Context: an optimization exercise on an open-source flow, tuned for small area, a short achievable clock period and few clock cycles per item. The choices shown serve that exercise and are no tape-out recipe. At most, simulation tests tie the RTL to the original design; equivalence was not proved. Function not checked in runs 4 and 5: the RTL went through the layout flow alone.

$ cat flow/config.mk
export PLATFORM = sky130hd
export DESIGN_NAME = sht_codegen
export DESIGN_NICKNAME = sht_codegen
export VERILOG_FILES = /design/flow/design.v
export SDC_FILE = /design/flow/constraint.sdc
export NUM_CORES = 4
export LEC_CHECK = 0
export ABC_AREA = 1
export CAP_MARGIN = 20
export CELL_PAD_IN_SITES_DETAIL_PLACEMENT = 2
export CELL_PAD_IN_SITES_GLOBAL_PLACEMENT = 2
export CORE_MARGIN = 2
export CORE_UTILIZATION = 30
export PLACE_DENSITY = 0.5
export SETUP_SLACK_MARGIN = 5
export SLEW_MARGIN = 20
$ cat flow/constraint.sdc
create_clock -name core_clock -period 12.0 [get_ports {clk}]
set_input_delay 2.4000 -clock core_clock [delete_from_list [all_inputs] [get_ports {clk}]]
set_output_delay 2.4000 -clock core_clock [all_outputs]
set_load 0.01 [all_outputs]
$ cat flow/design.v
module sht_sbox_hi (input wire [7:0] a, output wire [17:0] m);
  wire U0=a[7],U1=a[6],U2=a[5],U3=a[4],U4=a[3],U5=a[2],U6=a[1],U7=a[0];
  wire T1=U0^U3, T2=U0^U5, T3=U0^U6, T4=U3^U5, T5=U4^U6, T6=T1^T5, T7=U1^U2;
  wire T8=U7^T6, T9=U7^T7, T10=T6^T7, T11=U1^U5, T12=U2^U5, T13=T3^T4, T14=T6^T11;
  wire T15=T5^T11, T16=T5^T12, T17=T9^T16, T18=U3^U7, T19=T7^T18, T20=T1^T19;
  wire T21=U6^U7, T22=T7^T21, T23=T2^T22, T24=T2^T10, T25=T20^T17, T26=T3^T16, T27=T1^T12;
  wire D=U7;
  wire M1=T13&T6, M2=T23&T8, M3=T14^M1, M4=T19&D, M5=M4^M1, M6=T3&T16, M7=T22&T9;
  wire M8=T26^M6, M9=T20&T17, M10=M9^M6, M11=T1&T15, M12=T4&T27, M13=M12^M11;
  wire M14=T2&T10, M15=M14^M11, M16=M3^M2, M17=M5^T24, M18=M8^M7, M19=M10^M15;
  wire M20=M16^M13, M21=M17^M15, M22=M18^M13, M23=M19^T25, M24=M22^M23, M25=M22&M20;
  wire M26=M21^M25, M27=M20^M21, M28=M23^M25, M29=M28&M27, M30=M26&M24, M31=M20&M23;
  wire M32=M27&M31, M33=M27^M25, M34=M21&M22, M35=M24&M34, M36=M24^M25, M37=M21^M29;
  wire M38=M32^M33, M39=M23^M30, M40=M35^M36, M41=M38^M40, M42=M37^M39, M43=M37^M38;
  wire M44=M39^M40, M45=M42^M41;
  wire M46=M44&T6, M47=M40&T8, M48=M39&D, M49=M43&T16, M50=M38&T9, M51=M37&T17;
  wire M52=M42&T15, M53=M45&T27, M54=M41&T10, M55=M44&T13, M56=M40&T23, M57=M39&T19;
  wire M58=M43&T3, M59=M38&T22, M60=M37&T20, M61=M42&T1, M62=M45&T4, M63=M41&T2;
  assign m = {M46, M47, M48, M49, M50, M51, M52, M53, M54, M55, M56, M57, M58, M59, M60, M61, M62, M63};
endmodule
module sht_sbox_lo (input wire [17:0] m, output wire [7:0] y);
  wire M46, M47, M48, M49, M50, M51, M52, M53, M54, M55, M56, M57, M58, M59, M60, M61, M62, M63;
  assign {M46, M47, M48, M49, M50, M51, M52, M53, M54, M55, M56, M57, M58, M59, M60, M61, M62, M63} = m;
  wire L0=M61^M62, L1=M50^M56, L2=M46^M48, L3=M47^M55, L4=M54^M58, L5=M49^M61;
  wire L6=M62^L5, L7=M46^L3, L8=M51^M59, L9=M52^M53, L10=M53^L4, L11=M60^L2;
  wire L12=M48^M51, L13=M50^L0, L14=M52^M61, L15=M55^L1, L16=M56^L0, L17=M57^L1;
  wire L18=M58^L8, L19=M63^L4, L20=L0^L1, L21=L1^L7, L22=L3^L12, L23=L18^L2;
  wire L24=L15^L9, L25=L6^L10, L26=L7^L9, L27=L8^L10, L28=L11^L14, L29=L11^L17;
  assign y[7]=L6^L24;
  assign y[6]=~(L16^L26);
  assign y[5]=~(L19^L28);
  assign y[4]=L6^L21;
  assign y[3]=L20^L22;
  assign y[2]=L25^L29;
  assign y[1]=~(L13^L27);
  assign y[0]=~(L6^L23);
endmodule
module sht_key_subword (
  input  wire [31:0] w3,
  output wire [71:0] swm
);
  sht_sbox_hi u_s0 (.a(w3[23:16]), .m(swm[71:54]));
  sht_sbox_hi u_s1 (.a(w3[15:8]),  .m(swm[53:36]));
  sht_sbox_hi u_s2 (.a(w3[7:0]),   .m(swm[35:18]));
  sht_sbox_hi u_s3 (.a(w3[31:24]), .m(swm[17:0]));
endmodule
module sht_key_lo (
  input  wire [71:0] swm,
  output wire [31:0] sw
);
  sht_sbox_lo u_s0 (.m(swm[71:54]), .y(sw[31:24]));
  sht_sbox_lo u_s1 (.m(swm[53:36]), .y(sw[23:16]));
  sht_sbox_lo u_s2 (.m(swm[35:18]), .y(sw[15:8]));
  sht_sbox_lo u_s3 (.m(swm[17:0]),  .y(sw[7:0]));
endmodule
module sht_key_expand (
  input  wire [127:0] rk_in,
  input  wire [31:0]  sw,       
  input  wire [7:0]   rcon,
  output wire [127:0] rk_out
);
  wire [31:0] w0 = rk_in[127:96];
  wire [31:0] w1 = rk_in[95:64];
  wire [31:0] w2 = rk_in[63:32];
  wire [31:0] w3 = rk_in[31:0];
  wire [31:0] t  = sw ^ {rcon, 24'h000000};
  wire [31:0] p0 = w0;
  wire [31:0] p1 = w0 ^ w1;
  wire [31:0] p2 = p1 ^ w2;
  wire [31:0] p3 = p1 ^ (w2 ^ w3);
  assign rk_out = {p0 ^ t, p1 ^ t, p2 ^ t, p3 ^ t};
endmodule
module sht_aes_sub (
  input  wire [127:0] s_in,
  output wire [287:0] sm
);
  genvar i;
  generate
    for (i = 0; i < 16; i = i + 1) begin : g_sub
      sht_sbox_hi u_sbox (.a(s_in[127-8*i -: 8]), .m(sm[287-18*i -: 18]));
    end
  endgenerate
endmodule
module sht_aes_mix (
  input  wire [287:0] sm,
  output wire [127:0] sr,
  output wire [127:0] mc
);
  wire [127:0] sb;    
  genvar i, c;
  generate
    for (i = 0; i < 16; i = i + 1) begin : g_sub
      sht_sbox_lo u_sbox (.m(sm[287-18*i -: 18]), .y(sb[127-8*i -: 8]));
    end
    for (i = 0; i < 16; i = i + 1) begin : g_shift
      assign sr[127-8*i -: 8] = sb[127-8*((i%4) + 4*(((i/4) + (i%4)) % 4)) -: 8];
    end
    for (c = 0; c < 4; c = c + 1) begin : g_mix
      wire [7:0] a0 = sr[127-32*c -: 8];
      wire [7:0] a1 = sr[119-32*c -: 8];
      wire [7:0] a2 = sr[111-32*c -: 8];
      wire [7:0] a3 = sr[103-32*c -: 8];
      wire [7:0] b0 = a0 ^ a1;
      wire [7:0] b1 = a1 ^ a2;
      wire [7:0] b2 = a2 ^ a3;
      wire [7:0] b3 = a3 ^ a0;
      wire [7:0] t  = b0 ^ b2;
      wire [7:0] d0 = {b0[6:0], 1'b0} ^ (b0[7] ? 8'h1b : 8'h00);
      wire [7:0] d1 = {b1[6:0], 1'b0} ^ (b1[7] ? 8'h1b : 8'h00);
      wire [7:0] d2 = {b2[6:0], 1'b0} ^ (b2[7] ? 8'h1b : 8'h00);
      wire [7:0] d3 = {b3[6:0], 1'b0} ^ (b3[7] ? 8'h1b : 8'h00);
      assign mc[127-32*c -: 8] = a0 ^ t ^ d0;
      assign mc[119-32*c -: 8] = a1 ^ t ^ d1;
      assign mc[111-32*c -: 8] = a2 ^ t ^ d2;
      assign mc[103-32*c -: 8] = a3 ^ t ^ d3;
    end
  endgenerate
endmodule
module sht_codegen (
  input  wire         clk,
  input  wire         rst,           
  input  wire [127:0] key,           
  input  wire         req_valid,
  output wire         req_ready,
  input  wire         req_fixed,     
  input  wire [31:0]  req_frame,     
  input  wire [31:0]  req_salt,      
  input  wire [5:0]   req_addr,      
  input  wire [23:0]  req_train,     
  input  wire [5:0]   req_pulses,    
  input  wire [4:0]   req_window,    
  output wire         off_valid,
  input  wire         off_ready,
  output wire [9:0]   off_data,      
  output wire         off_last,      
  output reg  [15:0]  keychk,
  output reg          keychk_valid
);
  reg         b_valid;
  reg  [93:0] base;          
  reg  [1:0]  b_lastblk;     
  reg  [2:0]  b_lastcnt;     
  reg  [4:0]  b_win;
  reg         b_fixed;
  reg  [1:0]  jblk;          
  reg  [1:0]   ini;          
  reg  [4:0]   c;            
  reg  [127:0] s;            
  reg  [287:0] x;            
  reg  [127:0] rk;           
  reg  [71:0]  w;            
  reg  [31:0]  wk;           
  reg          k1_q;         
  reg          go_q;         
  reg          adv_q;        
  reg          ld_q;         
  reg          rdy_q;        
  reg          chk_pending;  
  reg          ja_v, ja_chk, ja_last, ja_fixed;
  reg  [2:0]   ja_cnt;       
  reg  [4:0]   ja_win;
  reg          jb_v, jb_last, jb_fixed;
  reg  [2:0]   jb_cnt;
  reg  [4:0]   jb_win;
  reg  [127:0] oa, ob;
  reg  [3:0]   oa_rem, ob_rem;      
  reg  [2:0]   oa_slot, ob_slot;    
  reg          oa_last, ob_last;    
  reg  [4:0]   oa_win, ob_win;
  reg          oa_fixed, ob_fixed;
  reg          ev;
  reg  [20:0]  es, ec;       
  reg          ef, el;
  reg          ov;
  reg  [9:0]   od;
  reg          ol;
  wire [287:0] sm;
  wire [127:0] sr, mc;
  wire [71:0]  swm;
  wire [127:0] rk_next;
  reg  [7:0]   rcon;
  sht_aes_sub     u_sub (.s_in(s), .sm(sm));
  sht_aes_mix     u_mix (.sm(x), .sr(sr), .mc(mc));
  sht_key_subword u_ksw (.w3(rk[31:0]), .swm(swm));
  wire [31:0] sw;
  sht_key_lo     u_klo (.swm(w), .sw(sw));
  sht_key_expand u_kex (
    .rk_in (k1_q ? key : rk),
    .sw    (k1_q ? wk : sw),
    .rcon  (rcon),
    .rk_out(rk_next)
  );
  always @(*) begin
    case (c)
      5'd1:    rcon = 8'h01;
      5'd3:    rcon = 8'h02;
      5'd5:    rcon = 8'h04;
      5'd7:    rcon = 8'h08;
      5'd9:    rcon = 8'h10;
      5'd11:   rcon = 8'h20;
      5'd13:   rcon = 8'h40;
      5'd15:   rcon = 8'h80;
      5'd17:   rcon = 8'h1b;
      5'd19:   rcon = 8'h36;
      default: rcon = 8'h00;
    endcase
  end
  wire [127:0] s_round = mc ^ rk;    
  wire [127:0] s_final = sr ^ rk;    
  wire oa_empty = (oa_rem == 4'd0);
  wire ob_empty = (ob_rem == 4'd0);
  wire at_a     = (c == 5'd0);
  wire at_b     = (c == 5'd1);
  wire adv      = adv_q;
  wire ld_a     = at_a && adv;
  wire take     = b_valid && ((ld_a && !chk_pending) || at_b);
  wire ld_lastb = (jblk == b_lastblk);
  wire take_last = take && ld_lastb;
  wire b_load   = rdy_q;      
  assign req_ready = rdy_q;
  wire [5:0]   pulses_m1 = req_pulses - 6'd1;
  wire [1:0]   ini_d  = (ini != 2'd0) ? ini - 2'd1 : 2'd0;
  wire [4:0]   c_d    = !adv ? c : (c == 5'd19) ? 5'd0 : c + 5'd1;
  wire         go_d   = oa_empty && ob_empty;
  wire         chk_d  = chk_pending && !ld_a;
  wire         bv_d   = b_load ? req_valid : b_valid;
  wire [1:0]   jblk_d = take ? (ld_lastb ? 2'd0 : jblk + 2'd1) : jblk;
  wire [1:0]   lb_d   = b_load ? pulses_m1[4:3] : b_lastblk;
  wire         adv_d  = (ini_d == 2'd0 || ini_d == 2'd1) && (c_d != 5'd0 || go_d);
  wire         rdy_d  = !bv_d || ((jblk_d == lb_d) &&
                        ((c_d == 5'd0 && adv_d && !chk_d) || c_d == 5'd1));
  wire [127:0] pt = chk_pending ? 128'd0 : {base, 32'd0, jblk};
  wire         o_adv = !ov || off_ready;
  wire         e_adv = !ev || o_adv;
  wire         sel_a = !oa_empty;
  wire [15:0]  ra    = oa[16*oa_slot +: 16];
  wire [15:0]  rb    = ob[16*ob_slot +: 16];
  wire [15:0]  rsel  = sel_a ? ra : rb;
  wire [4:0]   wsel  = sel_a ? oa_win : ob_win;
  wire [20:0]  pp0   = wsel[0] ? {5'd0, rsel}        : 21'd0;
  wire [20:0]  pp1   = wsel[1] ? {4'd0, rsel, 1'b0}  : 21'd0;
  wire [20:0]  pp2   = wsel[2] ? {3'd0, rsel, 2'b0}  : 21'd0;
  wire [20:0]  pp3   = wsel[3] ? {2'd0, rsel, 3'b0}  : 21'd0;
  wire [20:0]  pp4   = wsel[4] ? {1'd0, rsel, 4'b0}  : 21'd0;
  wire [20:0]  s1    = pp0 ^ pp1 ^ pp2;
  wire [20:0]  c1    = {(pp0[19:0] & pp1[19:0]) | (pp0[19:0] & pp2[19:0]) | (pp1[19:0] & pp2[19:0]), 1'b0};
  wire [20:0]  s2    = s1 ^ c1 ^ pp3;
  wire [20:0]  c2    = {(s1[19:0] & c1[19:0]) | (s1[19:0] & pp3[19:0]) | (c1[19:0] & pp3[19:0]), 1'b0};
  wire [20:0]  s3    = s2 ^ c2 ^ pp4;
  wire [20:0]  c3    = {(s2[19:0] & c2[19:0]) | (s2[19:0] & pp4[19:0]) | (c2[19:0] & pp4[19:0]), 1'b0};
  wire [20:0]  prod  = es + ec;
  always @(posedge clk) begin
    if (rst) begin
      b_valid      <= 1'b0;
      jblk         <= 2'd0;
      ini          <= 2'd3;
      c            <= 5'd0;
      go_q         <= 1'b0;
      adv_q        <= 1'b0;
      ld_q         <= 1'b0;
      k1_q         <= 1'b0;
      rdy_q        <= 1'b1;
      chk_pending  <= 1'b1;
      ja_v         <= 1'b0;
      jb_v         <= 1'b0;
      keychk_valid <= 1'b0;
      oa_rem       <= 4'd0;
      ob_rem       <= 4'd0;
      ev           <= 1'b0;
      ov           <= 1'b0;
    end else begin
      ini   <= ini_d;
      go_q  <= go_d;
      adv_q <= adv_d;
      ld_q  <= (c_d == 5'd0) || (c_d == 5'd1);
      k1_q  <= (c_d == 5'd1);
      rdy_q <= rdy_d;
      if (b_load) begin
        b_valid   <= req_valid;
        base      <= {req_frame, req_salt, req_addr, req_train};
        b_lastblk <= pulses_m1[4:3];
        b_lastcnt <= pulses_m1[2:0];
        b_win     <= req_window;
        b_fixed   <= req_fixed;
      end
      if (take)
        jblk <= ld_lastb ? 2'd0 : jblk + 2'd1;
      if (ini == 2'd3)
        rk  <= key;
      if (ini == 2'd2)
        w   <= swm;
      if (ini == 2'd1)
        wk  <= sw;
      c <= c_d;
      if (adv) begin
        x <= sm;
        if (ld_q)
          s <= pt ^ key;
        else
          s <= s_round;
        if (c[0])
          rk <= rk_next;
        else if (c != 5'd0)
          w <= swm;
      end
      if (ld_a) begin
        if (ja_v && ja_chk) begin
          keychk       <= s_final[15:0];
          keychk_valid <= 1'b1;
        end
        if (ja_v && !ja_chk) begin
          oa       <= s_final;
          oa_rem   <= {1'b0, ja_cnt} + 4'd1;
          oa_slot  <= 3'd0;
          oa_last  <= ja_last;
          oa_win   <= ja_win;
          oa_fixed <= ja_fixed;
        end
        ja_v     <= chk_pending || b_valid;
        ja_chk   <= chk_pending;
        ja_last  <= ld_lastb;
        ja_cnt   <= ld_lastb ? b_lastcnt : 3'd7;
        ja_win   <= b_win;
        ja_fixed <= b_fixed;
        chk_pending <= 1'b0;
      end
      if (at_b) begin
        if (jb_v) begin
          ob       <= s_final;
          ob_rem   <= {1'b0, jb_cnt} + 4'd1;
          ob_slot  <= 3'd0;
          ob_last  <= jb_last;
          ob_win   <= jb_win;
          ob_fixed <= jb_fixed;
        end
        jb_v     <= b_valid;
        jb_last  <= ld_lastb;
        jb_cnt   <= ld_lastb ? b_lastcnt : 3'd7;
        jb_win   <= b_win;
        jb_fixed <= b_fixed;
      end
      if (o_adv) begin
        ov <= ev;
        od <= ef ? 10'd0 : prod[20:11];
        ol <= el;
      end
      if (e_adv) begin
        ev <= !oa_empty || !ob_empty;
        if (sel_a) begin
          es      <= s3;
          ec      <= c3;
          ef      <= oa_fixed;
          el      <= oa_last && (oa_rem == 4'd1);
          oa_slot <= oa_slot + 3'd1;
          oa_rem  <= oa_rem - 4'd1;
        end else begin
          es      <= s3;
          ec      <= c3;
          ef      <= ob_fixed;
          el      <= ob_last && (ob_rem == 4'd1);
          if (!ob_empty) begin
            ob_slot <= ob_slot + 3'd1;
            ob_rem  <= ob_rem - 4'd1;
          end
        end
      end
    end
  end
  assign off_valid = ov;
  assign off_data  = od;
  assign off_last  = ol;
endmodule
$ cat flow/flow/run.sh
#!/bin/bash
# Own layout flow: the standard flow (standard.sh), except that the
# synthesis maps the combinational logic with an area-oriented ABC script
# (flow/abc.script) that keeps the XOR gates of the AES datapath as XOR
# cells. Registers are mapped before ABC runs, so they are the standard
# synthesis's. Each step's output goes to a log file in this folder.
set -euo pipefail
W=$(pwd)
export FLOW_ABC_SCRIPT="$W/flow/abc.script"
export FLOW_REF_SYNTH="$W/synth_recipe.tcl"
bash standard.sh SYNTH_SCRIPT="$W/flow/synth_abc.tcl" synth > "$W/synth.log" 2>&1
bash standard.sh SETUP_SLACK_MARGIN=8.5 finish > "$W/layout.log" 2>&1
$ cat flow/flow/abc.script
strash
&get -n
&dch -f
&nf
&put
$ cat flow/flow/synth_abc.tcl
# The standard flow's synthesis script (synth_recipe.tcl), with ABC's mapping script
# replaced by flow/abc.script. Everything else, flip-flop mapping included,
# is unchanged.
proc abc {args} {
  set i [lsearch -exact $args -script]
  if { $i >= 0 } {
    lset args [expr { $i + 1 }] $::env(FLOW_ABC_SCRIPT)
  }
  yosys abc {*}$args
}
source $::env(FLOW_REF_SYNTH)
$ cat flow/standard.sh
#!/bin/bash
# synth_recipe.tcl (not shown) runs the flow's synth.tcl, then flattens the netlist and writes it again
# the make line also repeats each setting of config.mk as NAME=value (left out here)
make -C /OpenROAD-flow-scripts/flow DESIGN_CONFIG=/design/flow/config.mk WORK_HOME=/design/flow/orfs CLKGATE_MAP_FILE= SYNTH_SCRIPT=/design/flow/synth_recipe.tcl "${@:-finish}"
==> out/metrics.cfg, run 1 <==
[critical_path]
cp.required_ps=12590
arrival_ps=4560
critPathMostFrequentCell=fa_2
path_cells=buf_12 -> clkbuf_16 -> mux4_2 -> nor2b_4 -> a211oi_2 -> a21oi_4 -> buf_12 -> nand2_4 -> fa_2 -> fa_2 -> fa_2 -> clkinv_1
startpoint=oa_slot[0]
cp_top_family=adder cells
reg2regPathDepth=12
r2r-start=oa_slot[0]
r2r_setup_slack_ps=8030
rr_endpoint=es[7]
path_class=register to register
cp-end-kind=register
cp.depth=12
worst_path_max_delay_cell=mux4_2
critPathCapture=es[7]
worst_setup_path_start_kind=register
cpPeakStageDelay_ps=640
crit_fanout=5
worst-path-buf-inv=4

[floorplanning]
die_area_um2=245000
ios=268
row_count=180
die_x_um=495
coreArea_um2=240000
start_util_pct=30.1
die_y_um=495

[final_layout]
nets=7820
drive_gt1_share_pct=30.8
final_common_cell=xnor2_1
final_cell_mix=xnor2_1, edfxtp_1, buf_4
area_delta_synth_final_pct=39.3

[synth]
synth_fa_ha_area_share_pct=2.39
netlist_instances=6155
synth_enable_flop_cells=1111
synth_compound_area_share_pct=5.40
netlist_area_um2=72400
syn_nets=6505
synth_seq_area_share_pct=47.1
avgSynthCellArea_um2=11.8
synth_top_family_by_area=XOR/XNOR gates
yosys_most_used_dff=edfxtp_1
yosys-mux-area-fraction_pct=5.04
ys_async_sr_fraction_pct=0
ys_warn_count=1
synth-simple-area-share_pct=8.17
yosysUniqueCellTypes=49
synth-xor-area-share_pct=31.4
synth-seq-cells=1147

[routing]
drt_iter0_drc=2920
antenna_left=0
vias_per_cell=4.86
wl_met3_um=10300
routed-wl-met2_um=157000
routed_wirelength_um=314000
dr.pass1.iters=5
avgRoutedWirePerCell_um=29.1
drcViolationCount=0
num_vias=52400
routedLengthMet1_um=140000
routed.top_layer=met4

[timing]
rsz0062_at_grt=yes
setup_viol_count_final=0
skew_ps=35.4
tightest_slew_ps=1010
fmax_ghz=0.252
slew_headroom_pct=32.4
hold_violations=0
setup_ws_ps=8030
final.setup.tns_ps=0
min_period_ps=3970
drv_slew=0
post-route-period-util_pct=33.1

[placed_design]
io_buffers=266
gp_congestion=0.819
place_ws_ps=6590
dpl.hpwl_um=231000

[status]
outcome=complete, no violations

[clocking]
ctsHtreeMaxLevel=4
clockBufferDepth=3
cts.reportedPaths.clkPinSlew_ps=60
root_buffer=clkbuf_16
clkLatencyLatePin_ps=830
cts_inserted_buffers=150
cts_tree=built
clock_sinks=1147

[grt]
overflow=0
grt_first_pass_wirelength_um=428000
grt_pass1_vias=55500
grt_usage_pct=24.7
grt_max_degree=86
antenna_found_initial=25

[run]
max-cap-violations=0

[worst_hold_path]
hold_class=register to register

[cells in the mapped netlist (2+ instances only)]
library cell	number	area share, %
xnor2_1	1661	20
edfxtp_1	1111	46
xor2_1	734	8.9
nand2_1	529	2.7
nor2_1	520	2.7
o21ai_0	288	2.0
a21oi_1	193	1.3
mux2i_1	189	2.6
nor2b_1	125	1.1
nand2b_1	101	0.87
clkinv_1	90	0.47
xnor3_1	74	2.3
ha_1	68	1.2
mux4_2	64	2.0
a31oi_1	47	0.41
fa_1	44	1.2
and2_0	36	0.31
dfxtp_1	36	1.0
o31ai_1	31	0.32
a22oi_1	30	0.31
a22o_1	28	0.34
mux2_1	28	0.44
a211oi_1	25	0.26
nand3_1	14	0.097
nor3_1	13	0.090
o22ai_1	11	0.095
and3_1	9	0.078
a21o_1	8	0.083
or2_0	8	0.069
o21a_1	5	0.052
or3_1	5	0.043
nand4_1	4	0.035
o41ai_1	4	0.048
xor3_1	4	0.13
a311oi_1	2	0.024
nor3b_1	2	0.021
o211ai_1	2	0.021
[timing repair]
item                                    in CTS  in global routing
gates resized for setup                   1091                714
hold buffers                                 0                  0
buffers inserted                           392                343
cloned                                       2                  5
endpoints found under the setup margin    1288                769
pin swaps                                  252                384
[worst min-delay path by stage]
stage                   start         to  cells past startpoint
floorplan            ja_fixed   oa_fixed                      0
global placement     ja_fixed   oa_fixed                      0
detailed placement  jb_win[4]  ob_win[4]                      0
CTS                 jb_win[4]  ob_win[4]                      0
global route        ja_win[3]  oa_win[3]                      0
finish               ja_fixed   oa_fixed                      0
[stage by stage]
step	utilization, %	area [um^2]	instances	hold slack (ps)
floorplan	-	72400	6155	400
global placement	33.5	80400	9760	404
detailed placement	33.5	80500	9761	406
CTS	39.3	94400	10400	419
global route	41.9	101000	10800	423
finish	41.9	101000	10800	417
[layer usage]
layer,vias up,GRT usage (%)
met1,27500,33.0
met4,0,5.77
li1,23700,-
met5,-,0
met2,904,42.6
met3,279,2.84
[cells by family after synthesis]
logic type               Yosys count
XOR/XNOR                        2473
AND/OR/NAND/NOR                 1369
flip-flops                      1147
AO/OA/AOI/OAI                    683
multiplexers                     281
adder cells (fa/ha/maj)          112
buffers and inverters             90
[worst register-to-register path: stages (launching register included)]
cell	delay [ps]
edfxtp_1	490
buf_12	180
clkbuf_16	180
mux4_2	650
nor2b_4	190
a211oi_2	260
a21oi_4	60
buf_12	160
nand2_4	70
fa_2	440
fa_2	450
fa_2	580
clkinv_1	60
[cell type report]
cell class              instances  area (um^2)
repair inverters                1         16.3
clock buffers                 188         4050
inverters                      90          368
diodes                          5         12.5
well taps                    3185         3990
flip-flops and latches       1147        34100
multi-input cells            4919        47000
fillers                     24000       140000
clock inverters                86          981
repair buffers               1161        10200
[flip-flops by register name, indices dropped and copies added, names as in the netlist, 8 cells and up]
name and flops:
wk 32, base 94, ob 128, w 72, u_kex.rcon 8, oa 128, rk 128, keychk 16
x 288, s 128, ec 16, od 10, es 16
Testbench counts, summed over its fixed seeds: cycles 37,634, items 25,639.
==> run 2: changes to the inputs <==
--- a/flow/flow/run.sh
+++ b/flow/flow/run.sh
@@ -10,3 +10,3 @@
 export FLOW_REF_SYNTH="$W/synth_recipe.tcl"
 bash standard.sh SYNTH_SCRIPT="$W/flow/synth_abc.tcl" synth > "$W/synth.log" 2>&1
-bash standard.sh SETUP_SLACK_MARGIN=8.5 finish > "$W/layout.log" 2>&1
+bash standard.sh SETUP_SLACK_MARGIN=9 finish > "$W/layout.log" 2>&1
==> run 2 against run 1 <==
  * Clock skew decreased by 5.9 ps
  * Synthesized area unchanged
  * Critical path depth decreased by 1
  * Critical endpoint is now es[4]
  * Highest routed layer is now met5
==> out/metrics.cfg, run 2 <==
[synth]
netlist_instances=6155  ; unchanged
synth_top_area_share_pct=46.1  ; unchanged
synth_top_area_cell=edfxtp_1
yosys_most_used_dff=edfxtp_1
yosysMostFrequentCell=xnor2_1
synth-seq-cells=1147  ; unchanged
syn_nets=6505  ; unchanged
yosysUniqueCellTypes=49  ; unchanged
ys_warn_count=1  ; unchanged
synth_commonest_cells=xnor2_1, edfxtp_1, xor2_1
synth_enable_flop_cells=1111  ; unchanged
netlist_top_cells_area=edfxtp_1, xnor2_1, xor2_1
netlist_area_um2=72400  ; unchanged
avgSynthCellArea_um2=11.8  ; unchanged
synth_seq_area_share_pct=47.1  ; unchanged
ys_async_sr_fraction_pct=0  ; unchanged

[run]
max-cap-violations=0  ; unchanged

[routing]
num_vias=58600  ; +12%
drcViolationCount=0  ; unchanged
vias_per_cell=5.02  ; +3.2%
avgRoutedWirePerCell_um=32.7  ; +12%
drt_iter0_drc=3897  ; +33%
dr.pass1.iters=5  ; unchanged
routed_wirelength_um=381000  ; +21%
antenna_left=0  ; unchanged

[worst_hold_path]
hold_class=register to register

[timing]
fin_hold_ws_ps=417  ; +0.0510 ps
drv_slew=0  ; unchanged
skew_ps=29.5  ; -5.90 ps
hold_violations=0  ; unchanged
final.setup.tns_ps=0  ; unchanged
post-route-period-util_pct=33.5  ; +0.34 points
rsz0062_at_grt=yes
min_period_ps=4020  ; +40.9 ps
slew_headroom_pct=30.3  ; -2.1 points
fmax_ghz=0.249  ; -1.0%
tightest_slew_ps=1040  ; +31.6 ps
setup_viol_count_final=0  ; unchanged

[clocking]
cts_inserted_buffers=151  ; +0.67%
clkLatencyLatePin_ps=820  ; about the same
clock_sinks=1147  ; unchanged
clockBufferDepth=3  ; unchanged
ctsHtreeMaxLevel=4  ; unchanged
cts.reportedPaths.clkPinSlew_ps=60  ; about the same
cts_tree=built
root_buffer=clkbuf_16

[critical_path]
cp_top_family=adder cells
worst_setup_path_start_kind=register
critPathMostFrequentCell=fa_1
worst-path-buf-inv=3  ; -1
cp-end-kind=register
crit_fanout=6  ; +1
path_class=register to register
worst_path_max_delay_cell=mux4_2
cpPeakStageDelay_ps=630  ; about the same
arrival_ps=4550  ; about the same
cp.required_ps=12540  ; -50 ps
path_cells=buf_12 -> buf_16 -> mux4_2 -> nor2b_4 -> a211oi_2 -> a21oi_4 -> nand2_2 -> fa_1 -> fa_1 -> clkinv_1 -> fa_1

[floorplanning]
coreArea_um2=240000  ; unchanged
ios=268  ; unchanged
die_y_um=495  ; unchanged
die_x_um=495  ; unchanged
row_count=180  ; unchanged
start_util_pct=30.1  ; unchanged
die_area_um2=245000  ; unchanged

[grt]
overflow=0  ; unchanged
grt_first_pass_wirelength_um=476000  ; +11%
grt_pass1_vias=60600  ; +9.2%
grt_max_degree=106  ; +23%
antenna_found_initial=25  ; unchanged
grt_usage_pct=27.6  ; +2.9 points

[placed_design]
dpl.hpwl_um=231000  ; +0.36%
dp.cells=9755  ; -0.061%
place_area_um2=80400  ; about the same
io_buffers=266  ; unchanged
gp_congestion=0.832  ; +1.6%

[final_layout]
final_cell_mix=edfxtp_1, buf_4, xnor2_1
drive_gt1_share_pct=48.5  ; +18 points
area_delta_synth_final_pct=68.0
finalNonFillerCells=11700  ; +8.2%
top_register=x
largest_reg_flops=288  ; unchanged
nFillCells=22400  ; -6.7%
final_common_cell=edfxtp_1
fin_area_um2=122000  ; +21%
nets=8704  ; +11%

[status]
outcome=complete, no violations

[run 2: timing repair]
action	CTS	global route
gates resized for setup	2910	1226
cloned	55	73
setup buffers	947	556
pin swaps	738	674
setup endpoints to repair	1746	1457
hold buffers	0	0
hold endpoints to repair	0	0
[run 2: path summary, 6_finish.rpt]
check             start       to  slack, ps  depth (start not counted)
max          oa_slot[0]    es[4]       7980                         11
min             ja_last  oa_last        420                          0
max reg2reg  oa_slot[0]    es[4]       7980                         11
min reg2reg     ja_last  oa_last        420                          0
[run 2: cell type report]
| cell class | count | area, um^2 | share of cell area (%) |
|---|---|---|---|
| Multi-Input combinational cell | 4918 | 55700 | 45.8 |
| Sequential cell | 1147 | 34100 | 28.0 |
| Timing Repair inverter | 12 | 240 | 0.198 |
| Inverter | 90 | 399 | 0.328 |
| Clock buffer | 184 | 4120 | 3.39 |
| Antenna cell | 8 | 20.0 | 0.0165 |
| Tap cell | 3185 | 3990 | 3.28 |
| Clock inverter | 90 | 802 | 0.660 |
| Timing Repair Buffer | 2034 | 22200 | 18.2 |
[run 2: layer usage]
metal | GRT usage [%] | part of all wire (%) | up-vias | routed length, um
li1 | - | - | 25500 | -
met2 | 47.9 | 50 | 1245 | 192000
met3 | 2.73 | 3.6 | 485 | 13600
met4 | 9.22 | 4.8 | 2 | 18400
met1 | 36.0 | 41 | 31300 | 158000
met5 | 0 | 0.0034 | - | 13
[run 2: cell families after synthesis]
group	after synthesis	synth area share [%]
XOR/XNOR	2473	31.4
AND/OR/NAND/NOR	1369	8.17
flip-flops	1147	47.1
AO/OA/AOI/OAI	683	5.40
multiplexers	281	5.04
adder cells (fa/ha/maj)	112	2.39
buffers and inverters	90	0.467
[run 2: worst register-to-register path, stage by stage, from the launching register on]
cell and delay, ps:
edfxtp_1 420, buf_12 210, buf_16 200, mux4_2 640, nor2b_4 180, a211oi_2 260
a21oi_4 130, nand2_2 140, fa_1 450, fa_1 560, clkinv_1 80, fa_1 460
[run 2: through the flow]
step           worst slack, ps  util (%)
2_1_floorplan             3070         -
3_3_place_gp              6500      33.4
3_5_place_dp              6480      33.5
4_1_cts                   8040      45.2
5_1_grt                   7900      50.6
6_report                  7980      50.6
==> run 3: changes to the inputs <==
--- a/flow/flow/run.sh
+++ b/flow/flow/run.sh
@@ -10,3 +10,3 @@
 export FLOW_REF_SYNTH="$W/synth_recipe.tcl"
 bash standard.sh SYNTH_SCRIPT="$W/flow/synth_abc.tcl" synth > "$W/synth.log" 2>&1
-bash standard.sh SETUP_SLACK_MARGIN=9 finish > "$W/layout.log" 2>&1
+bash standard.sh SETUP_SLACK_MARGIN=8 finish > "$W/layout.log" 2>&1
==> run 3 against run 2 <==
  * Still clean on timing, DRC and antenna
  * First-iteration DRC count fell by 23%
  * Cell count decreased by 13%
  * Wire length down 23%
  * Clock skew increased by 2.1 ps
  * Via count fell by 16%
  * Design area is 27% lower
  * Critical path type is now primary input to register
  * Critical endpoint is now rk[19]
  * Largest cell class unchanged
  * Highest routed layer is now met4
==> out/metrics.cfg, run 3 <==
[status]
outcome=complete, no violations

[critical_path]
crit_fanout=3  ; -3
worst_path_max_delay_cell=clkdlybuf4s50_1
arrival_ps=4540  ; about the same
critPathMostFrequentCell=a21oi_1
cpPeakStageDelay_ps=570  ; -60 ps
cp-end-kind=register
path_class=primary input to register
worst_setup_path_start_kind=primary input
path_cells=clkdlybuf4s50_1 -> mux2i_2 -> xor2_1 -> xnor2_2 -> buf_12 -> xor2_4 -> o21ai_0 -> a21oi_1 -> a21oi_1
cp.required_ps=12540  ; about the same

[timing]
drv_slew=0  ; unchanged
slew_headroom_pct=24.1  ; -6.2 points
setup_viol_count_final=0  ; unchanged
min_period_ps=4010  ; -9.77 ps
post-route-period-util_pct=33.4  ; -0.081 points
tightest_slew_ps=1130  ; +92.4 ps
rsz0062_at_grt=yes
fmax_ghz=0.250  ; +0.24%
final.setup.tns_ps=0  ; unchanged
hold_violations=0  ; unchanged
skew_ps=31.6  ; +2.10 ps

[synth]
synth_commonest_cells=xnor2_1, edfxtp_1, xor2_1
yosysMostFrequentCell=xnor2_1
yosysUniqueCellTypes=49  ; unchanged
ys_async_sr_fraction_pct=0  ; unchanged
netlist_top_cells_area=edfxtp_1, xnor2_1, xor2_1
yosys_most_used_dff=edfxtp_1
synth-seq-cells=1147  ; unchanged
avgSynthCellArea_um2=11.8  ; unchanged
syn_nets=6505  ; unchanged
synth_enable_flop_cells=1111  ; unchanged
netlist_instances=6155  ; unchanged
synth_top_area_share_pct=46.1  ; unchanged
synth_seq_area_share_pct=47.1  ; unchanged
ys_warn_count=1  ; unchanged
synth_top_area_cell=edfxtp_1
netlist_area_um2=72400  ; unchanged

[final_layout]
nets=7144  ; -18%
post-route-util_pct=37.2  ; -13 points
final_common_cell=xnor2_1
top_register=x
nFillCells=24800  ; +11%
drive_gt1_share_pct=12.9  ; -36 points
area_delta_synth_final_pct=23.4
fin_area_um2=89300  ; -27%
largest_reg_flops=288  ; unchanged
final_cell_mix=xnor2_1, edfxtp_1, xor2_1

[placed_design]
io_buffers=266  ; unchanged
gp_congestion=0.824  ; -0.90%
dpl.hpwl_um=226000  ; -2.4%
place_area_um2=80300  ; -0.11%

[floorplanning]
die_y_um=495  ; unchanged
die_x_um=495  ; unchanged
row_count=180  ; unchanged
ios=268  ; unchanged
start_util_pct=30.1  ; unchanged
coreArea_um2=240000  ; unchanged
die_area_um2=245000  ; unchanged

[grt]
overflow=0  ; unchanged
antenna_found_initial=30  ; +20%
grt_first_pass_wirelength_um=408000  ; -14%
grt_max_degree=134  ; +26%
grt_pass1_vias=52600  ; -13%
grt_usage_pct=23.6  ; -4.0 points

[clocking]
clockBufferDepth=3  ; unchanged
cts.reportedPaths.clkPinSlew_ps=60  ; about the same
clkLatencyLatePin_ps=810  ; about the same
root_buffer=clkbuf_16
clock_sinks=1147  ; unchanged
cts_inserted_buffers=152  ; +0.66%
ctsHtreeMaxLevel=4  ; unchanged
cts_tree=built

[routing]
routed_wirelength_um=293000  ; -23%
dr.pass1.iters=6  ; +1
vias_per_cell=4.86  ; -3.1%
antenna_left=0  ; unchanged
drcViolationCount=0  ; unchanged
num_vias=49200  ; -16%
avgRoutedWirePerCell_um=29.0  ; -11%
drt_iter0_drc=3009  ; -23%

[run]
max-cap-violations=0  ; unchanged

[worst_hold_path]
hold_class=register to register

-- run 3: cell count changes in the layout (fill, tap and decap cells not counted), moves of 164 or more --
cell / change
xnor2_4: -222
nor2_1: +197
buf_6: -373
xor2_1: +281
buf_4: -921
buf_12: -164
xnor2_1: +518
o21ai_0: +169
xnor2_2: -296
-- run 3: timing repair --
action                     4_1_cts  5_1_grt
hold buffers                     0        0
setup buffers                   36       48
pin swaps                       15       30
cloned                           4        1
setup endpoints to repair      755      457
resized for setup              313      208
-- run 3: final timing paths --
check,depth (start not counted),end,from,slack [ps]
worst max-delay path,9,rk[19],key[115],7990
worst min-delay path,0,oa_last,ja_last,420
worst max register to register,8,s[93],x[215],8010
worst min register to register,0,oa_last,ja_last,420
-- run 3: through the flow --
step	worst slack [ps]	hold slack, ps	std cells
2_1_floorplan	3070	400	6155
3_3_place_gp	6250	401	9735
3_5_place_dp	6260	406	9736
4_1_cts	7960	417	10100
5_1_grt	7950	423	10100
6_report	7990	416	10100
-- run 3: worst max-delay path: cells and delay by family --
family / cells / cell delay (ps)
compound gates: 3 / 370
buf+inv: 2 / 730
mux: 1 / 320
xor+xnor: 3 / 720
-- run 3: per-layer routing --
layer  routed length (um)  vias to the layer above  GRT usage [%]
li1                     -                    22500              -
met1               135000                    25500           32.4
met2               140000                      878           39.9
met3                 9450                      302           2.38
met4                 8490                        0           5.48
met5                    0                        -              0
-- run 3: cell type report --
class | instances | area, um^2 | area share, %
antenna | 8 | 20.0 | 0.0224
clock buffer | 190 | 4030 | 4.51
clock inverter | 85 | 707 | 0.792
inverter | 90 | 364 | 0.408
multi-input combinational | 4918 | 41300 | 46.2
sequential | 1147 | 34100 | 38.2
tap | 3185 | 3990 | 4.46
timing repair buffer | 485 | 4840 | 5.42
-- run 3: cell families after synthesis --
group,Yosys count,share of synthesized area [%]
fa+ha+maj,112,2.39
flops,1147,47.1
mux,281,5.04
simple gates,1369,8.17
xor+xnor,2473,31.4
compound gates,683,5.40
buf+inv,90,0.467
==> run 4: changes to the inputs <==
--- a/flow/design.v
+++ b/flow/design.v
@@ -171,4 +171,5 @@
   reg          ev;
   reg  [20:0]  es, ec;       
+  reg  [15:0]  ep;
   reg          ef, el;
   reg          ov;
@@ -242,12 +243,12 @@
   wire [20:0]  pp2   = wsel[2] ? {3'd0, rsel, 2'b0}  : 21'd0;
   wire [20:0]  pp3   = wsel[3] ? {2'd0, rsel, 3'b0}  : 21'd0;
-  wire [20:0]  pp4   = wsel[4] ? {1'd0, rsel, 4'b0}  : 21'd0;
   wire [20:0]  s1    = pp0 ^ pp1 ^ pp2;
   wire [20:0]  c1    = {(pp0[19:0] & pp1[19:0]) | (pp0[19:0] & pp2[19:0]) | (pp1[19:0] & pp2[19:0]), 1'b0};
   wire [20:0]  s2    = s1 ^ c1 ^ pp3;
   wire [20:0]  c2    = {(s1[19:0] & c1[19:0]) | (s1[19:0] & pp3[19:0]) | (c1[19:0] & pp3[19:0]), 1'b0};
-  wire [20:0]  s3    = s2 ^ c2 ^ pp4;
-  wire [20:0]  c3    = {(s2[19:0] & c2[19:0]) | (s2[19:0] & pp4[19:0]) | (c2[19:0] & pp4[19:0]), 1'b0};
-  wire [20:0]  prod  = es + ec;
+  wire [20:0]  ep4   = {1'b0, ep, 4'b0};
+  wire [20:0]  s3    = es ^ ec ^ ep4;
+  wire [20:0]  c3    = {(es[19:0] & ec[19:0]) | (es[19:0] & ep4[19:0]) | (ec[19:0] & ep4[19:0]), 1'b0};
+  wire [20:0]  prod  = s3 + c3;
   always @(posedge clk) begin
     if (rst) begin
@@ -348,6 +349,7 @@
         ev <= !oa_empty || !ob_empty;
         if (sel_a) begin
-          es      <= s3;
-          ec      <= c3;
+          es      <= s2;
+          ec      <= c2;
+          ep      <= wsel[4] ? rsel : 16'd0;
           ef      <= oa_fixed;
           el      <= oa_last && (oa_rem == 4'd1);
@@ -355,6 +357,7 @@
           oa_rem  <= oa_rem - 4'd1;
         end else begin
-          es      <= s3;
-          ec      <= c3;
+          es      <= s2;
+          ec      <= c2;
+          ep      <= wsel[4] ? rsel : 16'd0;
           ef      <= ob_fixed;
           el      <= ob_last && (ob_rem == 4'd1);
==> run 4 against run 3 <==
  * Design area increased by 0.62%
  * Critical path type unchanged
==> out/metrics.cfg, run 4 <==
[clocking]
clockBufferDepth=3  ; unchanged
cts.reportedPaths.clkPinSlew_ps=50  ; about the same
cts_inserted_buffers=157  ; +3.3%
cts_tree=built
root_buffer=clkbuf_16
clkLatencyLatePin_ps=830  ; +20 ps
ctsHtreeMaxLevel=4  ; unchanged
clock_sinks=1163  ; +1.4%

[synth]
synth_enable_flop_cells=1127  ; +1.4%
synth-seq-cells=1163  ; +1.4%
netlist_top_cells_area=edfxtp_1, xnor2_1, xor2_1
synth_commonest_cells=xnor2_1, edfxtp_1, xor2_1
synth_fa_ha_area_share_pct=2.37  ; -0.023 points
netlist_area_um2=73100  ; +0.96%
synth_seq_area_share_pct=47.3  ; +0.21 points
netlist_instances=6195  ; +0.65%
ys_warn_count=1  ; unchanged
yosysMostFrequentCell=xnor2_1
synth_top_area_cell=edfxtp_1
synth-simple-area-share_pct=8.04  ; -0.13 points
synth-xor-area-share_pct=31.2  ; -0.21 points
yosys-mux-area-fraction_pct=5.24  ; +0.20 points
synth_top_area_share_pct=46.3  ; +0.22 points
yosys_most_used_dff=edfxtp_1
syn_nets=6545  ; +0.61%
yosysUniqueCellTypes=44  ; -10%
synth_compound_area_share_pct=5.22  ; -0.18 points
ys_async_sr_fraction_pct=0  ; unchanged
avgSynthCellArea_um2=11.8  ; +0.31%
synth_top_family_by_area=XOR/XNOR gates

[critical_path]
cpPeakStageDelay_ps=590  ; +20 ps
cp-end-kind=register
r2r_setup_slack_ps=8070  ; +60 ps
worst_path_max_delay_cell=clkdlybuf4s50_1
critPathMostFrequentCell=a21oi_1
cp.required_ps=12530  ; about the same
rr_endpoint=s[73]
reg2regPathDepth=9  ; +1
path_class=primary input to register
cp_top_family=XOR/XNOR gates
worst_setup_path_start_kind=primary input
crit_fanout=3  ; unchanged
path_cells=clkdlybuf4s50_1 -> mux2i_1 -> xor2_2 -> xnor2_4 -> xnor2_2 -> o21ai_0 -> a21oi_1 -> a21oi_1
worst-path-buf-inv=1  ; -1
r2r-start=x[113]
arrival_ps=4520  ; -20 ps

[worst_hold_path]
holdPathStages=0  ; unchanged
worstHoldEndpoint=ob_win[1]
hold_class=register to register
worstHoldStart=jb_win[1]

[timing]
min_period_ps=3990  ; -14.4 ps
slew_headroom_pct=22.3  ; -1.8 points
drv_slew=0  ; unchanged
hold_violations=0  ; unchanged
fmax_ghz=0.251  ; +0.36%
skew_ps=50.0  ; +18.4 ps
post-route-period-util_pct=33.3  ; -0.12 points
setup_viol_count_final=0  ; unchanged
tightest_slew_ps=1130  ; +3.43 ps
rsz0062_at_grt=yes
final.setup.tns_ps=0  ; unchanged

[grt]
grt.met2_usage_pct=40.2  ; +0.33 points
antenna_found_initial=24  ; -20%
grt.busiest_layer=met2
grt_max_degree=136  ; +1.5%
overflow=0  ; unchanged
met3_usage_pct=2.51  ; +0.13 points
grt_usage_pct=23.7  ; +0.094 points
grtUsageMet1_pct=32.2  ; -0.22 points
grt_first_pass_wirelength_um=416000  ; +2.1%
grt_pass1_vias=53300  ; +1.4%

[routing]
routed_wirelength_um=298000  ; +1.6%
num_vias=49300  ; +0.21%
antenna_left=0  ; unchanged
dr.pass1.iters=5  ; -1
drt_iter0_drc=2806  ; -6.7%
vias_per_cell=4.84  ; -0.50%
avgRoutedWirePerCell_um=29.2  ; +0.90%
drcViolationCount=0  ; unchanged

[floorplanning]
ios=268  ; unchanged
start_util_pct=30.1  ; about the same
die_x_um=497  ; +0.48%
row_count=181  ; +0.56%
die_y_um=497  ; +0.48%
die_area_um2=247000  ; +0.96%
coreArea_um2=243000  ; +1.0%

[final_layout]
largest_reg_flops=288  ; unchanged
post-route-util_pct=37.0  ; -0.15 points
final_cell_mix=xnor2_1, edfxtp_1, xor2_1
nFillCells=25000  ; +0.81%
final_common_cell=xnor2_1
top_register=x
nets=7192  ; +0.67%
drive_gt1_share_pct=12.6  ; -0.29 points
area_delta_synth_final_pct=23.0

[placed_design]
dpl.hpwl_um=232000  ; +2.9%
gp_congestion=0.840  ; +1.9%
io_buffers=266  ; unchanged

[status]
outcome=complete, no violations

[run]
max-cap-violations=0  ; unchanged

run 4: cell types whose count changed after synthesis, moves of 4 or more:
cell	change
nand2_1	-58
nor2_1	+24
mux2i_1	+9
xor2_1	-4
or2_0	+16
a211oi_1	-13
xnor2_1	+14
mux2_1	+8
edfxtp_1	+16
o21ai_0	+4
clkinv_1	+28
run 4: per-stage QoR:
step                cell area (um^2)  setup WS (ps)  instances  hold slack, ps
finish                         89800           8010      10200             418
global route                   89800           7950      10200             430
CTS                            88100           7970      10100             421
detailed placement             81300           6140       9822             408
global placement               81300           6180       9822             404
floorplan                      73100           3070       6195             400
run 4: layout make-up:
cell class	instances	area (um^2)	area share, %
Clock buffer	186	4080	4.54
Multi-Input combinational cell	4914	41000	45.7
Clock inverter	102	1020	1.14
Inverter	118	459	0.511
Tap cell	3202	4010	4.46
Antenna cell	7	17.5	0.0195
Sequential cell	1163	34600	38.5
Timing Repair Buffer	488	4640	5.16
run 4: kinds of logic (layout without fill, tap and decap cells):
| kind of cell | after synthesis | count (layout) |
|---|---|---|
| xor+xnor | 2482 | 2482 |
| fa+ha+maj | 112 | 112 |
| other cells | 0 | 7 |
| buf+inv | 118 | 894 |
| flops | 1163 | 1163 |
| mux | 298 | 298 |
| compound gates | 672 | 672 |
| simple gates | 1350 | 1350 |
run 4: worst max path at each step:
stage / startpoint / to / slack [ps] / cells after the start
final: key[86] / rk[22] / 8010 / 8
after global routing: x[146] / s[60] / 7950 / 9
after CTS: k1_q / rk[7] / 7970 / 8
after detailed placement: rst / x[228] / 6140 / 6
after global placement: rst / x[219] / 6180 / 6
after floorplan: rst / s[0] / 3070 / 1
run 4: what timing repair did:
item / in CTS / in global routing
pin swaps: 4 / 15
gates cloned: 1 / 0
endpoints found under the setup margin: 503 / 295
hold endpoints to repair: 0 / 0
setup buffers: 23 / 38
hold buffers: 0 / 0
resized for setup: 254 / 194
run 4: layer usage:
layer	up-vias	wire length (um)
met5	-	21
met4	4	8110
met3	264	8400
met2	742	144000
met1	25600	137000
li1	22600	-
==> run 5: changes to the inputs <==
--- a/flow/flow/run.sh
+++ b/flow/flow/run.sh
@@ -10,3 +10,3 @@
 export FLOW_REF_SYNTH="$W/synth_recipe.tcl"
 bash standard.sh SYNTH_SCRIPT="$W/flow/synth_abc.tcl" synth > "$W/synth.log" 2>&1
-bash standard.sh SETUP_SLACK_MARGIN=8 finish > "$W/layout.log" 2>&1
+bash standard.sh SETUP_SLACK_MARGIN=8.5 finish > "$W/layout.log" 2>&1
==> run 5 against run 4 <==
  * Still clean on timing, DRC and antenna
  * Register-to-register slack better by 140 ps
  * Global-route usage up 0.95 points
  * Non-clock buffer count up 682
  * First-iteration DRC count up 2.9%
  * Clock-buffer cell count down 4
  * Setup slack better by 160 ps
  * Via count up 7.0%
  * Maximum frequency up 4.1%
==> out/metrics.cfg, run 5 <==
[timing]
slew_headroom_pct=27.4  ; +5.1 points
setup_viol_count_final=0  ; unchanged
fmax_ghz=0.261  ; +4.1%
post-route-period-util_pct=32.0  ; -1.3 points
skew_ps=44.6  ; -5.39 ps
drv_slew=0  ; unchanged
rsz0062_at_grt=yes
tightest_slew_ps=1090  ; -44.1 ps
min_period_ps=3840  ; -155 ps
hold_violations=0  ; unchanged
final.setup.tns_ps=0  ; unchanged
fin_hold_ws_ps=420  ; +1.90 ps

[critical_path]
arrival_ps=1440  ; -3080 ps
worst_path_max_delay_cell=edfxtp_1
cp.required_ps=9600  ; -2930 ps
cpPeakStageDelay_ps=460  ; -130 ps
worst-path-buf-inv=1  ; unchanged
r2r-start=ob_slot[0]
worst_setup_path_start_kind=register
cp_top_family=flip-flops
rr_endpoint=es[5]
r2r_setup_slack_ps=8210  ; +140 ps
cp-end-kind=output port
path_class=register to output port
path_cells=buf_6
crit_fanout=1  ; -2
reg2regPathDepth=13  ; +4

[routing]
antenna_left=0  ; unchanged
dr.pass1.iters=5  ; unchanged
drt_iter0_drc=2887  ; +2.9%
num_vias=52700  ; +7.0%
drcViolationCount=0  ; unchanged
routed_wirelength_um=319000  ; +7.1%
vias_per_cell=4.86  ; +0.39%
avgRoutedWirePerCell_um=29.4  ; +0.50%

[run]
max-cap-violations=0  ; unchanged

[floorplanning]
row_count=181  ; unchanged
die_x_um=497  ; unchanged
coreArea_um2=243000  ; unchanged
die_y_um=497  ; unchanged
ios=268  ; unchanged
start_util_pct=30.1  ; unchanged
die_area_um2=247000  ; unchanged

[synth]
synth_top_family_by_area=XOR/XNOR gates
yosys_most_used_dff=edfxtp_1
netlist_instances=6195  ; unchanged
yosysMostFrequentCell=xnor2_1
synth-xor-area-share_pct=31.2  ; unchanged
synth_top_area_share_pct=46.3  ; unchanged
synth_compound_area_share_pct=5.22  ; unchanged
syn_nets=6545  ; unchanged
ys_async_sr_fraction_pct=0  ; unchanged
synth-seq-cells=1163  ; unchanged
synth_fa_ha_area_share_pct=2.37  ; unchanged
ys_warn_count=1  ; unchanged
synth-simple-area-share_pct=8.04  ; unchanged
synth_commonest_cells=xnor2_1, edfxtp_1, xor2_1
synth_enable_flop_cells=1127  ; unchanged
yosys-mux-area-fraction_pct=5.24  ; unchanged
netlist_top_cells_area=edfxtp_1, xnor2_1, xor2_1
yosysUniqueCellTypes=44  ; unchanged
synth_top_area_cell=edfxtp_1
avgSynthCellArea_um2=11.8  ; unchanged
synth_seq_area_share_pct=47.3  ; unchanged
netlist_area_um2=73100  ; unchanged

[grt]
antenna_found_initial=28  ; +17%
grt_pass1_vias=56100  ; +5.2%
grt_usage_pct=24.6  ; +0.95 points
overflow=0  ; unchanged
grt_max_degree=125  ; -8.1%
grt_first_pass_wirelength_um=433000  ; +4.1%

[final_layout]
final_common_cell=xnor2_1
final_cell_mix=xnor2_1, edfxtp_1, buf_4
nFillCells=24300  ; -3.1%
largest_reg_flops=288  ; unchanged
top_register=x
area_delta_synth_final_pct=40.1
nets=7871  ; +9.4%
drive_gt1_share_pct=31.1  ; +19 points

[clocking]
ctsHtreeMaxLevel=4  ; unchanged
clockBufferDepth=3  ; unchanged
cts_tree=built
clkLatencyLatePin_ps=830  ; about the same
clock_sinks=1163  ; unchanged
root_buffer=clkbuf_16
cts_inserted_buffers=153  ; -2.5%
cts.reportedPaths.clkPinSlew_ps=60  ; about the same
holdBufCountCts=0  ; unchanged

[status]
outcome=complete, no violations

[placed_design]
gp_congestion=0.828  ; -1.3%
dpl.hpwl_um=233000  ; about the same
io_buffers=266  ; unchanged

[worst_hold_path]
holdPathStages=0  ; unchanged
worstHoldStart=el
hold_class=register to register
worstHoldEndpoint=ol

run 5: cell counts after synthesis:
Identical to the previous run, type by type.
run 5: logic make-up after synthesis:
group | count (synthesis)
buffers and inverters | 118
DFF | 1163
AOI/OAI and AO/OA | 672
xor gates and xnor gates | 2482
muxes | 298
adders and majority gates | 112
and+or+nand+nor | 1350
run 5: cell type report:
type                            instances  area [um^2]  share of cell area [%]
Multi-Input combinational cell       4914        47600                    46.5
Sequential cell                      1163        34600                    33.8
Timing Repair Buffer                 1170        10600                    10.3
Clock buffer                          182         4040                    3.95
Tap cell                             3202         4010                    3.91
Clock inverter                         96         1030                    1.00
Inverter                              118          489                   0.478
Antenna cell                            6         15.0                  0.0147
Timing Repair inverter                  1         11.3                  0.0110
run 5: metrics by stage:
step	utilization (%)	instance area, um^2	setup slack (ps)	instances
after floorplan	-	73100	3070	6195
after global placement	33.5	81300	6260	9836
after detailed placement	33.5	81300	6220	9837
after CTS	39.3	95300	8050	10500
after global routing	42.1	102000	8100	10800
final	42.2	102000	8160	10900
run 5: routing by layer:
| metal | routed length [um] | up-vias | part of all wire (%) | GRT usage (%) |
|---|---|---|---|---|
| li1 | - | 23900 | - | - |
| met1 | 140000 | 27700 | 44 | 32.9 |
| met2 | 160000 | 843 | 50 | 42.4 |
| met3 | 9250 | 309 | 2.9 | 2.30 |
| met4 | 9580 | 2 | 3.0 | 6.85 |
| met5 | 13 | - | 0.0041 | 0 |
run 5: timing repair:
item / 4_1_cts / 5_1_grt
cloned: 7 / 1
buffers inserted: 390 / 333
gates resized for setup: 1158 / 753
setup endpoints to repair: 1232 / 614
pin swaps: 269 / 402
run 5: how the worst max path moves through the flow:
stage               startpoint         to  cells after the start
finish               keychk[5]  keychk[5]                      1
global route         keychk[5]  keychk[5]                      1
global placement           rst     x[218]                      6
floorplan                  rst       s[0]                      1
CTS                  keychk[5]  keychk[5]                      1
detailed placement         rst     x[227]                      6
run 5: worst register-to-register path: stages (launching register included):
cell and delay [ps]:
edfxtp_1 390, buf_12 170, buf_16 200, buf_6 110, mux4_2 640, mux2_4 340
o21ai_2 160, buf_6 180, buf_6 140, nor2_4 30, fa_1 530, clkinv_2 70
fa_2 540, clkinv_2 40

## afterwards: timing with drivers on the ports
Ports are ideal in the flow. The routed layouts listed here were re-timed in OpenROAD. Step 1 (the two cells are an assumption about what drives the block):
set clk [get_ports {clk}]
set_driving_cell -lib_cell sky130_fd_sc_hd__clkbuf_16 $clk
set_driving_cell -lib_cell sky130_fd_sc_hd__buf_2 [delete_from_list [all_inputs] $clk]
Step 2 also shifts input and output timing later by t, the mid clock arrival at the registers, as if the neighbouring blocks saw the same clock. a / b / c = ideal / step 1 / step 2; a / b = the first two.
| run | t (ns) | setup slack, ns | worst data-port slew with drivers (ns) |
|---|---|---|---|
| run 1 | 0.905 | 8.026 / 8.026 / 7.636 | 0.17 |
| run 2 | 0.896 | 7.985 / 7.985 / 7.738 | 0.10 |
| run 3 | 0.886 | 7.994 / 7.986 / 7.176 | 0.07 |
| run 4 | 0.893 | 8.009 / 8.006 / 7.186 | 0.13 |
| run 5 | 0.903 | 8.164 / 8.067 / 7.645 | 0.09 |
After both steps setup and hold are still met in every run listed. For run 4, which loses most, drivers alone change the setup slack by -0.003 ns; drivers and shift together by -0.823 ns.
